What follows belongs to an exercise in optimizing a design on an open flow for small area, a short achievable clock period and few clock cycles; a production flow would make more cautious choices. At most, simulation tests tie the RTL to the original design; equivalence was not proved.

== lagoon ==
## pass_comparator
module pass_comparator (
    input  wire        clk,
    input  wire        rst,
    input  wire        start,
    input  wire        coded,       
    input  wire [1:0]  trap,        
    input  wire [1:0]  trap_tag,    
    input  wire [7:0]  p_len,       
    input  wire [7:0]  k_len,       
    output wire        ready,
    output reg         rd_en,
    output wire [6:0]  rd_addr,
    input  wire [63:0] p_value,
    input  wire [19:0] p_lii,
    input  wire [1:0]  p_tag,
    input  wire [63:0] k_value,
    input  wire [19:0] k_lii,
    input  wire [1:0]  k_tag,
    output reg         done,
    output reg  [3:0]  verdict,
    output reg  [7:0]  word,
    output wire [63:0] sig
);
Size: roughly 2,800 cells after synthesis, roughly 230 flip-flops, roughly 280 I/O pins, roughly 24,000 sq um of cells after synthesis.
Settings: LEC_CHECK=0, CAP_MARGIN=0, CORE_MARGIN=2, CORE_UTILIZATION=40, CTS_CLUSTER_DIAMETER=130, CTS_CLUSTER_SIZE=28, SLEW_MARGIN=0, SYNTH_HIERARCHICAL=1; clock period 70.0 ns.
standard.sh (not shown) runs the stock make flow with config.mk's settings and CLKGATE_MAP_FILE= SYNTH_SCRIPT=/design/flow/synth_recipe.tcl, a recipe that flattens the netlist after the stock synthesis.
==> flow/flow/run.sh <==
#!/bin/bash
# The standard layout (standard.sh, its synthesis unchanged), except that
# every input and output port is buffered by a plain buf_1 (repair may resize
# it) instead of the delay buffer buffer_ports picks by itself.
# Each step's full output goes to a log file of its own here.
set -euo pipefail
bash standard.sh synth > synth.log 2>&1
export BUFFER_PORTS_ARGS="-buffer_cell sky130_fd_sc_hd__buf_1"
bash standard.sh floorplan > floorplan.log 2>&1
bash standard.sh place > place.log 2>&1
bash standard.sh cts > cts.log 2>&1
bash standard.sh route > route.log 2>&1
bash standard.sh finish > finish.log 2>&1
lagoon: full flow OK, the timing, DRC and antenna checks passed
Testbench counts of lagoon, summed over its fixed seeds: cycles 28,851.
The following lists how raven was set up differently from lagoon:
# lagoon
export LEC_CHECK = 0
export CAP_MARGIN = 0
export CORE_MARGIN = 2
export CORE_UTILIZATION = 40
export CTS_CLUSTER_DIAMETER = 130
export CTS_CLUSTER_SIZE = 28
export SLEW_MARGIN = 0
export SYNTH_HIERARCHICAL = 1
create_clock -name core_clock -period 70.0 [get_ports {clk}]
# raven
export LEC_CHECK = 0
export CAP_MARGIN = 5
export CORE_MARGIN = 2
export CORE_UTILIZATION = 40
export CTS_CLUSTER_DIAMETER = 100
export CTS_CLUSTER_SIZE = 20
export SLEW_MARGIN = 5
export SYNTH_HIERARCHICAL = 1
create_clock -name core_clock -period 70.0 [get_ports {clk}]
### Flow results
Final non-filler cell total for raven: 0.34% up relative to lagoon
Delta (raven minus lagoon): clock skew -0.028 ns; cell area up 0.76%; sequential share of cell area ~0 delta; remaining max-slew budget at the tightest pin picked up an extra 3.7 points.

---

== run 1 ==
pass_comparator, a different RTL version from the one above (not shown whole).
Size: roughly 94 flip-flops, about 280 I/O pins, ~22,000 sq um of cells after synthesis.
## pass_comparator
module pass_comparator (
    input  wire        clk,
    input  wire        rst,
    input  wire        start,
    input  wire        coded,       
    input  wire [1:0]  trap,        
    input  wire [1:0]  trap_tag,    
    input  wire [7:0]  p_len,       
    input  wire [7:0]  k_len,       
    output wire        ready,
    output reg         rd_en,
    output wire [6:0]  rd_addr,
    input  wire [63:0] p_value,
    input  wire [19:0] p_lii,
    input  wire [1:0]  p_tag,
    input  wire [63:0] k_value,
    input  wire [19:0] k_lii,
    input  wire [1:0]  k_tag,
    output reg         done,
    output reg  [3:0]  verdict,
    output wire [7:0]  word,
    output wire [63:0] sig
);
clock: 70.0 ns
lec_check: 0
cap_margin: 20
core_margin: 2
core_utilization: 40
gpl_timing_driven: 0
slew_margin: 20
synth_hierarchical: 1
==> flow/flow/run.sh <==
#!/bin/bash
# The standard layout (standard.sh, its synthesis unchanged), with two
# changes to how the layout is made:
# - every input and output port is buffered by a plain buf_1 (repair may
#   resize it) instead of the delay buffer buffer_ports picks by itself;
set -euo pipefail
bash standard.sh synth > synth.log 2>&1
export BUFFER_PORTS_ARGS="-buffer_cell sky130_fd_sc_hd__buf_1"
export SETUP_SLACK_MARGIN=52.5
bash standard.sh floorplan > floorplan.log 2>&1
bash standard.sh place > place.log 2>&1
bash standard.sh cts > cts.log 2>&1
bash standard.sh route > route.log 2>&1
bash standard.sh finish > finish.log 2>&1
Inputs modified between run 1 and run 2:
- changing CORE_UTILIZATION from 40 to 55
- setting PLACE_DENSITY to 0.75 for the first time
- removing GPL_TIMING_DRIVEN (formerly 0)
Notes after the runs:
- Biggest fanout along the worst timing path: higher on run 2
- [compare] base=run 1 new=run 2: cell area after placement lost 1.9%; cell total after placement lost 6.0%; routing usage on met2 picked up an extra 7.7 points.
- Run 1 ended up with ncrc[18] as its critical path endpoint; run 2 ended up with ncrc[1].
> inputs changed (run 2 -> run 3)
- CORE_UTILIZATION changed from 55 to 40
- PLACE_DENSITY removed (was 0.75)
Findings:
Run 3 finished all stages; the layout is clean. Run 3 against run 2: post-route standard cell area excluding fillers now sits higher, routed length on met2 now sits higher. Between run 3 and run 2, it is run 3 whose aggregate global-route resource usage is lower, by 10 points. Of run 3 and run 2, the run reporting the lower routed wire length was run 2. [compare] base=run 2 new=run 3: clock transition at the register clock pins on the worst setup and hold paths after CTS higher; final cell count higher. Arrival time at the worst endpoint: run 3 and run 2 compared, higher one is run 2. Run 3 packs its core more loosely than run 2.
No functional check of the RTL was part of any run of this note.

[static timing again, ports no longer ideal]
The flow's constraints put no driver on any port. The routed layouts listed below were extracted and timed again, unchanged, in two steps. Step 1 sets driving cells, clkbuf_16 on the clock port and buf_2 on the other inputs (assumed; they add their load-dependent delay and slew). Step 2 also shifts input and output timing later by t, the mid clock arrival at the registers, as if the neighbouring blocks saw the same clock. a / b / c = ideal / step 1 / step 2; a / b = the first two.
run	t (ns)	slack for setup (ns)	worst setup path after step 2	latest minus earliest clock arrival (ns)	worst data-port slew with drivers (ns)
lagoon	0.600	54.624 / 54.564 / 54.386	input to register	0.048 / 0.048	0.08
raven	0.629	54.597 / 54.533 / 54.318	input to register	0.021 / 0.021	0.08
run 1	0.462	52.380 / 52.416 / 51.954	input to register	0.017 / 0.017	0.05
run 2	0.456	52.346 / 52.379 / 51.923	input to register	0.006 / 0.006	0.07
run 3	0.454	52.390 / 52.420 / 51.966	input to register	0.022 / 0.022	0.07
After both steps setup and hold are still met in every run listed. For run 1, which loses most, drivers alone change the setup slack by +0.036 ns; drivers and shift together by -0.426 ns.
